This is an optimization exercise on Yosys and OpenROAD, whose aim is small area, a short achievable clock period and few clock cycles per item, not a production implementation. Function was checked by simulation only, so behaviour that the tests miss may differ from the original.

File: config.mk
export PLATFORM = sky130hd
export DESIGN_NAME = crc_helper
export DESIGN_NICKNAME = crc_helper
export VERILOG_FILES = /design/flow/design.v
export SDC_FILE = /design/flow/constraint.sdc
export NUM_CORES = 4
export LEC_CHECK = 0
export CAP_MARGIN = 20
export CORE_MARGIN = 2
export CORE_UTILIZATION = 30
export SETUP_SLACK_MARGIN = 1.5
export SLEW_MARGIN = 20
File: constraint.sdc
create_clock -name core_clock -period 40.0 [get_ports {clk}]
set_input_delay 8.0000 -clock core_clock [delete_from_list [all_inputs] [get_ports {clk}]]
set_output_delay 8.0000 -clock core_clock [all_outputs]
set_load 0.01 [all_outputs]
File: design.v
module crc_helper (
    input  wire        clk,
    input  wire        rst,
    input  wire        start,
    output wire        start_ready,
    input  wire [7:0]  fn,
    input  wire [13:0] len,
    input  wire [63:0] poly,
    input  wire [63:0] init,
    input  wire [63:0] xorout,
    input  wire [31:0] cfg,
    input  wire [15:0] oldw,
    input  wire [15:0] neww,
    input  wire        in_valid,
    output wire        in_ready,
    input  wire [63:0] in_data,
    output reg         done,
    output wire [7:0]  status,
    output reg  [63:0] result
);
    localparam [2:0] S_IDLE = 3'd0;
    localparam [2:0] S_DEC  = 3'd1;
    localparam [2:0] S_ALN  = 3'd2;
    localparam [2:0] S_RUN  = 3'd3;
    localparam [2:0] S_OUT  = 3'd4;
    localparam [2:0] S_FIN  = 3'd5;
    reg  [2:0]  st;
    reg         sr;           
    reg         ir;           
    reg         bad_r;        
    reg  [7:0]  fnr;
    reg  [6:0]  wr;
    reg         rin_r, rout_r, rsv_r;
    reg  [13:0] rem;          
    reg  [63:0] dreg;         
    reg  [3:0]  dbytes;       
    reg  [5:0]  cnt;          
    reg  [63:0] crc;          
    reg  [63:0] p;            
    assign start_ready = sr;
    assign in_ready    = ir;
    assign status      = {5'd0, bad_r, 2'd0};
    wire f32   = (fnr == 8'h01);
    wire f32c  = (fnr == 8'h02);
    wire f8    = (fnr == 8'h03);
    wire f16   = (fnr == 8'h04);
    wire f32k  = (fnr == 8'h05);
    wire f64   = (fnr == 8'h06);
    wire fprog = (fnr == 8'h07);
    wire fcsum = (fnr == 8'h10);
    wire fupd  = (fnr == 8'h11);
    wire fcrc  = f32 | f32c | f8 | f16 | f32k | f64 | fprog;
    wire fsum  = fcsum | fupd;
    wire refin  = fprog ? rin_r  : (f32 | f32c | f32k);
    wire refout = fprog ? rout_r : (f32 | f32c | f32k);
    wire bad = ~(fcrc | fsum)
             | ((fcrc | fcsum) & (rem > 14'd9216))
             | (fprog & ((wr < 7'd8) | (wr > 7'd64) | rsv_r));
    reg [63:0] cinit, cpoly;
    always @* begin
        cinit = 64'd0; cpoly = 64'd0;
        if (f32)  begin cinit = 64'hFFFFFFFF_00000000; cpoly = 64'h04C11DB7_00000000; end
        if (f32c) begin cinit = 64'hFFFFFFFF_00000000; cpoly = 64'h1EDC6F41_00000000; end
        if (f8)   begin cinit = 64'hFF000000_00000000; cpoly = 64'h1D000000_00000000; end
        if (f16)  begin cinit = 64'hFFFF0000_00000000; cpoly = 64'h10210000_00000000; end
        if (f32k) begin cinit = 64'hFFFFFFFF_00000000; cpoly = 64'hF4ACFB13_00000000; end
        if (f64)  begin cinit = 64'd0;                 cpoly = 64'h42F0E1EB_A9EA3693; end
    end
    function [7:0] rev8(input [7:0] x);
        integer k;
        for (k = 0; k < 8; k = k + 1) rev8[k] = x[7 - k];
    endfunction
    function [63:0] gbyte(input [63:0] r, input [7:0] b, input [63:0] pp);
        integer k;
        reg fb;
        begin
            for (k = 7; k >= 0; k = k - 1) begin
                fb = r[63] ^ b[k];
                r = {r[62:0], 1'b0} ^ (fb ? pp : 64'd0);
            end
            gbyte = r;
        end
    endfunction
    function [31:0] f32beat(input [31:0] r, input [63:0] d, input [31:0] pp);
        integer k;
        reg fb;
        begin
            for (k = 0; k < 64; k = k + 1) begin
                fb = r[31] ^ d[k];
                r = {r[30:0], 1'b0} ^ (fb ? pp : 32'd0);
            end
            f32beat = r;
        end
    endfunction
    wire [7:0]  gb0 = refin ? rev8(dreg[7:0])  : dreg[7:0];
    wire [7:0]  gb1 = refin ? rev8(dreg[15:8]) : dreg[15:8];
    wire [63:0] g1  = gbyte(crc, gb0, p);
    wire [63:0] g2  = gbyte(g1,  gb1, p);
    wire [63:0] gout = (dbytes == 4'd1) ? g1 : g2;
    wire [31:0] e32  = f32beat(crc[63:32], dreg, 32'h04C11DB7);
    wire [31:0] e32c = f32beat(crc[63:32], dreg, 32'h1EDC6F41);
    reg  [28:0] acc_n;
    reg  [7:0]  bm;
    integer i;
    always @* begin
        for (i = 0; i < 8; i = i + 1) bm[i] = (i < dbytes);
        acc_n = crc[28:0];
        for (i = 0; i < 4; i = i + 1)
            acc_n = acc_n + {13'd0, (bm[2*i]   ? dreg[16*i +: 8]     : 8'd0),
                                    (bm[2*i+1] ? dreg[16*i + 8 +: 8] : 8'd0)};
    end
    reg [63:0] rv, wmask, crc_res;
    reg [16:0] cs1;
    reg [15:0] cs2;
    always @* begin
        for (i = 0; i < 64; i = i + 1) rv[i] = crc[63 - i];
        for (i = 0; i < 64; i = i + 1) wmask[i] = (i < wr);
        crc_res = refout ? rv : crc;
        if (fprog) crc_res = crc_res ^ (result & wmask);
        else if (f32 | f32c | f32k) crc_res = crc_res ^ 64'hFFFFFFFF;
        else if (f8) crc_res = crc_res ^ 64'hFF;
        cs1 = {1'b0, crc[15:0]} + {4'd0, crc[28:16]};
        cs2 = cs1[15:0] + {15'd0, cs1[16]};
    end
    wire cap   = in_valid & ir;
    wire full  = (dbytes == 4'd8);
    wire ded   = (f32 | f32c) & full;
    wire one   = ded | fsum;                       
    wire run   = (st == S_RUN) & (dbytes != 4'd0);
    wire cons  = run & (one | (dbytes <= 4'd2));   
    wire [3:0] db_left = cons ? 4'd0 : (run ? dbytes - 4'd2 : dbytes);
    wire [13:0] rem_cap = (rem > 14'd8) ? rem - 14'd8 : 14'd0;
    wire [3:0]  nb_cap  = (rem >= 14'd8) ? 4'd8 : {1'b0, rem[2:0]};
    wire [13:0] rem_n   = cap ? rem_cap : rem;
    wire [3:0]  db_n    = cap ? nb_cap : db_left;
    wire [5:0]  rot_w   = fprog ? wr[5:0] : (f8 ? 6'd8 : (f16 ? 6'd16 : 6'd0));
    wire        need_out = fcrc & ~refout & (rot_w != 6'd0);
    wire        ir_run = (rem_n != 14'd0) &
                         ((db_n <= 4'd2) | ((db_n == 4'd8) & (f32 | f32c | fsum)));
    always @(posedge clk) begin
        if (rst) begin
            st     <= S_IDLE;
            sr     <= 1'b1;
            ir     <= 1'b0;
            done   <= 1'b0;
            bad_r  <= 1'b0;
            dbytes <= 4'd0;
        end else begin
            done <= 1'b0;
            if (sr)
                dreg <= {16'd0, neww[7:0], neww[15:8], ~oldw[7:0], ~oldw[15:8],
                         ~init[7:0], ~init[15:8]};
            else if (ir)
                dreg <= in_data;
            else if (run)
                dreg <= {16'd0, dreg[63:16]};
            dbytes <= db_n;
            rem    <= rem_n;
            ir     <= 1'b0;
            case (st)
                S_IDLE: begin
                    if (start) begin
                        st    <= S_DEC;
                        sr    <= 1'b0;
                        ir    <= (fn != 8'h11);    
                        fnr   <= fn;
                        wr    <= cfg[6:0];
                        rin_r <= cfg[12];
                        rout_r <= cfg[13];
                        rsv_r <= |(cfg & ~32'h0000_307F);
                        rem   <= len;
                        crc   <= init;
                        p     <= poly;
                        result <= xorout;
                        dbytes <= 4'd0;
                    end
                end
                S_DEC: begin
                    cnt <= 6'd0 - {wr[5:0]};    
                    if (bad) begin
                        result <= 64'd0;
                        bad_r  <= 1'b1;
                        done   <= 1'b1;
                        st     <= S_IDLE;
                        sr     <= 1'b1;
                        rem    <= 14'd0;
                    end else if (fupd) begin
                        crc    <= 64'd0;
                        rem    <= 14'd0;
                        dbytes <= 4'd8;
                        st     <= S_RUN;
                    end else begin
                        if (fcsum) crc <= {48'd0, crc[15:0]};
                        else if (!fprog) begin
                            crc <= cinit;
                            p   <= cpoly;
                        end
                        if (fprog & (wr != 7'd64)) begin
                            st <= S_ALN;
                            ir <= (rem_n != 14'd0) & (db_n == 4'd0);
                        end else begin
                            st <= S_RUN;
                            ir <= ir_run;
                        end
                    end
                end
                S_ALN: begin
                    if (cnt >= 6'd8) begin
                        crc <= {crc[55:0], 8'd0};
                        p   <= {p[55:0], 8'd0};
                        cnt <= cnt - 6'd8;
                    end else begin
                        crc <= {crc[62:0], 1'b0};
                        p   <= {p[62:0], 1'b0};
                        cnt <= cnt - 6'd1;
                    end
                    if (cnt == 6'd1 || cnt == 6'd8) st <= S_RUN;
                    ir <= (cnt == 6'd1 || cnt == 6'd8) ? ir_run : ((rem_n != 14'd0) & (db_n == 4'd0));
                end
                S_RUN: begin
                    if (run) begin
                        if (fsum)      crc[28:0]  <= acc_n;
                        else if (ded)  crc[63:32] <= f32 ? e32 : e32c;
                        else           crc        <= gout;
                    end
                    cnt <= rot_w;
                    ir <= ir_run;
                    if (rem_n == 14'd0 && db_n == 4'd0)
                        st <= need_out ? S_OUT : S_FIN;
                end
                S_OUT: begin
                    if (cnt >= 6'd8) begin
                        crc <= {crc[55:0], crc[63:56]};
                        cnt <= cnt - 6'd8;
                    end else begin
                        crc <= {crc[62:0], crc[63]};
                        cnt <= cnt - 6'd1;
                    end
                    if (cnt == 6'd1 || cnt == 6'd8) st <= S_FIN;
                end
                S_FIN: begin
                    done   <= 1'b1;
                    bad_r  <= 1'b0;
                    result <= fupd  ? {48'd0, ~cs2} :
                              fcsum ? {48'd0, cs2}  : crc_res;
                    st     <= S_IDLE;
                    sr     <= 1'b1;
                end
                default: begin
                    st <= S_IDLE;
                    sr <= 1'b1;
                end
            endcase
        end
    end
endmodule
File: run.sh
#!/bin/bash
# synth_recipe.tcl (not shown) runs the flow's synth.tcl, then flattens the netlist and writes it again
# the make line also repeats each setting of config.mk as NAME=value (left out here)
make -C /OpenROAD-flow-scripts/flow DESIGN_CONFIG=/design/flow/config.mk WORK_HOME=/design/flow/orfs CLKGATE_MAP_FILE= SYNTH_SCRIPT=/design/flow/synth_recipe.tcl finish
==> results.yml <==
sta:
  slew_viol_final: 0
  rsz0062_at_grt: "no"
  max-slew-margin-rel_pct: 14.9
  holdWs_ns: 0.585
  worst_slack_ns: 26.56
  finalHoldViolations: 0
  fmax_ghz: 0.0744
  finalSetupViolCount: 0
  fin_skew_ns: 0.0320
  fin_crit_sh_pct: 33.6
  period_minus_slack_ns: 13.44
  setup_tns_ns: 0
  worstMarginPinSlew_ns: 1.27
worst_setup_path:
  crit_fanout: 46
  worstSetupPathDepth: 32
  startpoint_type: "flop"
  crit_arrival_ns: 13.83
  cp-end-kind: "flop"
  cp_common_cell: "xnor2_1"
  max_stage_delay_ns: 1.00
  critPathRequiredTime_ns: 40.39
  reg2regPathDepth: 32
  critPathTopFamily: "compound AO/OA/AOI/OAI gates"
  crit_slowest_cell: "clkinv_1"
  path_buf_inv: 4
  crit_type: "reg2reg"
global_routing:
  grt_pass1_vias: 46400
  grt_pass1_wl_um: 351000
  antenna_found_initial: 22
  grt-busiest-layer: "met2"
  gr-usage-all-layers_pct: 27.5
  gr-total-overflow: 0
  grt_max_degree: 85
  grt_util_met3_pct: 5.86
  met1_usage_pct: 33.3
  globalRouteMet2Util_pct: 42.9
clock_network:
  cts_buffer_depth: 3
  clkTransAtPathRegs_ns: 0.06
  cts_buffers: 42
  h-tree-depth: 2
  post-cts-setup-buffers: 0
  root_buffer: "clkbuf_16"
  clock_latency_ns: 0.66
  cts_resized: 0
  ctsHoldBuffers: 0
  cts_sinks: 305
  cts_tree: "built"
floorplanning:
  fp.dieH_um: 420
  fp.dieW_um: 420
  coreArea_mm2: 0.172
  std_cell_rows: 152
  die_area_mm2: 0.176
  ioPinCount: 421
  start_util_pct: 30.2
min_path:
  hp-class: "reg2reg"
  holdPathStages: 2
outcome:
  status: "timing/DRC/antenna clean"
yosys:
  async_reset_ff_share_pct: 0
  synth.ff_latch_count: 305
  synth.avg_cell_area_um2: 8.16
  synth.distinct_cells: 85
  mappedNetlistArea_mm2: 0.0519
  synth_edf_count: 294
  synth_top_area_share_pct: 29.3
  yosysWarnings: 1
  netlist_top_cells_area: "xnor2_1 (29%), edfxtp_1 (17%), nand2_1 (9.6%)"
  synth-seq-area-share_pct: 17.4
  ys.flop_type: "edfxtp_1"
  synthCells: 6366
  synth_top_area_cell: "xnor2_1"
place:
  placed_cell_area_mm2: 0.0585
  gp_congestion: 1.06
  dp_slack_ns: 27.80
  dp_hpwl_um: 187000
  numPortBuffers: 413
cells_and_area:
  most-common-layout-cells: "xnor2_1 (1,730), nand2_1 (1,326), clkdlybuf4s50_1 (413)"
  final_common_cell: "xnor2_1"
  stdcell_area_mm2: 0.0600
  drive_gt1_share_pct: 5.71
  fin_nets: 6942
  area_growth_syn_to_layout_pct: 15.5
detailed_routing:
  drc_errors: 0
  vias: 48900
  drtIter0Drc: 6872
  totalWireLength_um: 251000
  first_pass_iters: 6
  drtAntennaViolNets: 0
  viasPerCell: 5.52
  wire_per_inst_um: 28.3
job:
  drv_cap: 0
## metal layers
metal | wire, µm | vias up | part of all wire [%]
li1 | - | 21500 | -
met1 | 92600 | 23600 | 37
met2 | 111000 | 3051 | 44
met3 | 24800 | 692 | 9.9
met4 | 21900 | 14 | 8.7
met5 | 90 | - | 0.036
## area by class of cell
cell class	count	area, µm²
antenna	12	30.0
multi-input combinational	5512	40900
timing repair buffer	586	5450
fill	17700	112000
inverter	54	203
tap	2310	2890
clock inverter	20	220
clock buffer	57	1180
sequential	305	9060
## synth_stat cells, drive strengths merged (54+ instances only)
library cell and instances:
clkbuf 380, buf 121, and2 59, edfxtp 294
o211ai 57, xor2 358, nand3 65, xnor2 1791
nand2 1329, a22o 67, xnor3 125, a21oi 331
a211oi 64, nor2 201, nor2b 84, inv 54
mux2i 141, o21ai 249
## state kept, by name (all words and copies together), names as in the netlist
signal,flops
crc,64
dreg,64
p,64
result,64
rem,14
fnr,8
wr,7
cnt,6
dbytes,4
st,3
bad_r,1
done,1
ir,1
rin_r,1
rout_r,1
rsv_r,1
sr,1
## cells by family (layout without fill, tap and decap cells)
kind of cell / Yosys count / count (layout) / share of synthesized area [%]
compound gates: 1076 / 1076 / 13.3
buf+inv: 555 / 717 / 4.14
xor+xnor: 2291 / 2291 / 44.0
other cells: 1 / 19 / 0.00722
flops: 305 / 305 / 17.4
simple gates: 1897 / 1897 / 15.3
fa+ha+maj: 95 / 95 / 2.98
mux: 146 / 146 / 2.83
## per-stage QoR
step / util [%] / cells
after floorplan: - / 6372
after global routing: 34.9 / 8851
after CTS: 34.9 / 8840
after detailed placement: 34.1 / 8763
final: 34.9 / 8856
after global placement: 34.1 / 8762
## worst register-to-register path: cells and delay by family, from the launching register on
kind | cells | cell delay, ns
buffers and inverters | 4 | 2.35
XOR/XNOR | 4 | 0.59
multiplexers | 1 | 0.45
AO/OA/AOI/OAI | 14 | 5.47
AND/OR/NAND/NOR | 9 | 3.98
flip-flops | 1 | 0.33
## path summary, 6_finish.rpt
check / startpoint / endpoint / slack [ns]
max: fnr[0] / crc[59] / 26.56
min: bad_r / bad_r / 0.59
max reg2reg: fnr[0] / crc[59] / 26.56
min reg2reg: bad_r / bad_r / 0.59
Testbench counts, summed over its fixed seeds: cycles 57,079, bytes 249,318.

==> afterwards: timing with drivers on the ports <==
How much do the figures lean on ideal ports? The routed layout below was timed once more, with nothing changed but the port constraints.
Step 1 (the two cells are an assumption about what drives the block):
set clk [get_ports {clk}]
set_driving_cell -lib_cell sky130_fd_sc_hd__clkbuf_16 $clk
set_driving_cell -lib_cell sky130_fd_sc_hd__buf_2 [delete_from_list [all_inputs] $clk]
Step 2 moves the port delays by t, midway between the first and last clock arrival at a register: inputs arrive t later, outputs are due t later. That takes back most of the time a late clock gives input paths.
Slacks: ideal ports / drivers / drivers and shift; pairs: ideal ports / drivers.
t, ns: 0.728
setup WS [ns]: 26.560 / 26.560 / 26.560
hold slack, ns: 0.585 / 0.585 / 0.585
slew at the worst register clock pin (ns): 0.07 / 0.07
pins driven straight from the clock port: 1
After both steps this run still meets setup and hold. The setup slack of this run moves by 0.000 ns with the drivers and by 0.000 ns with both steps.
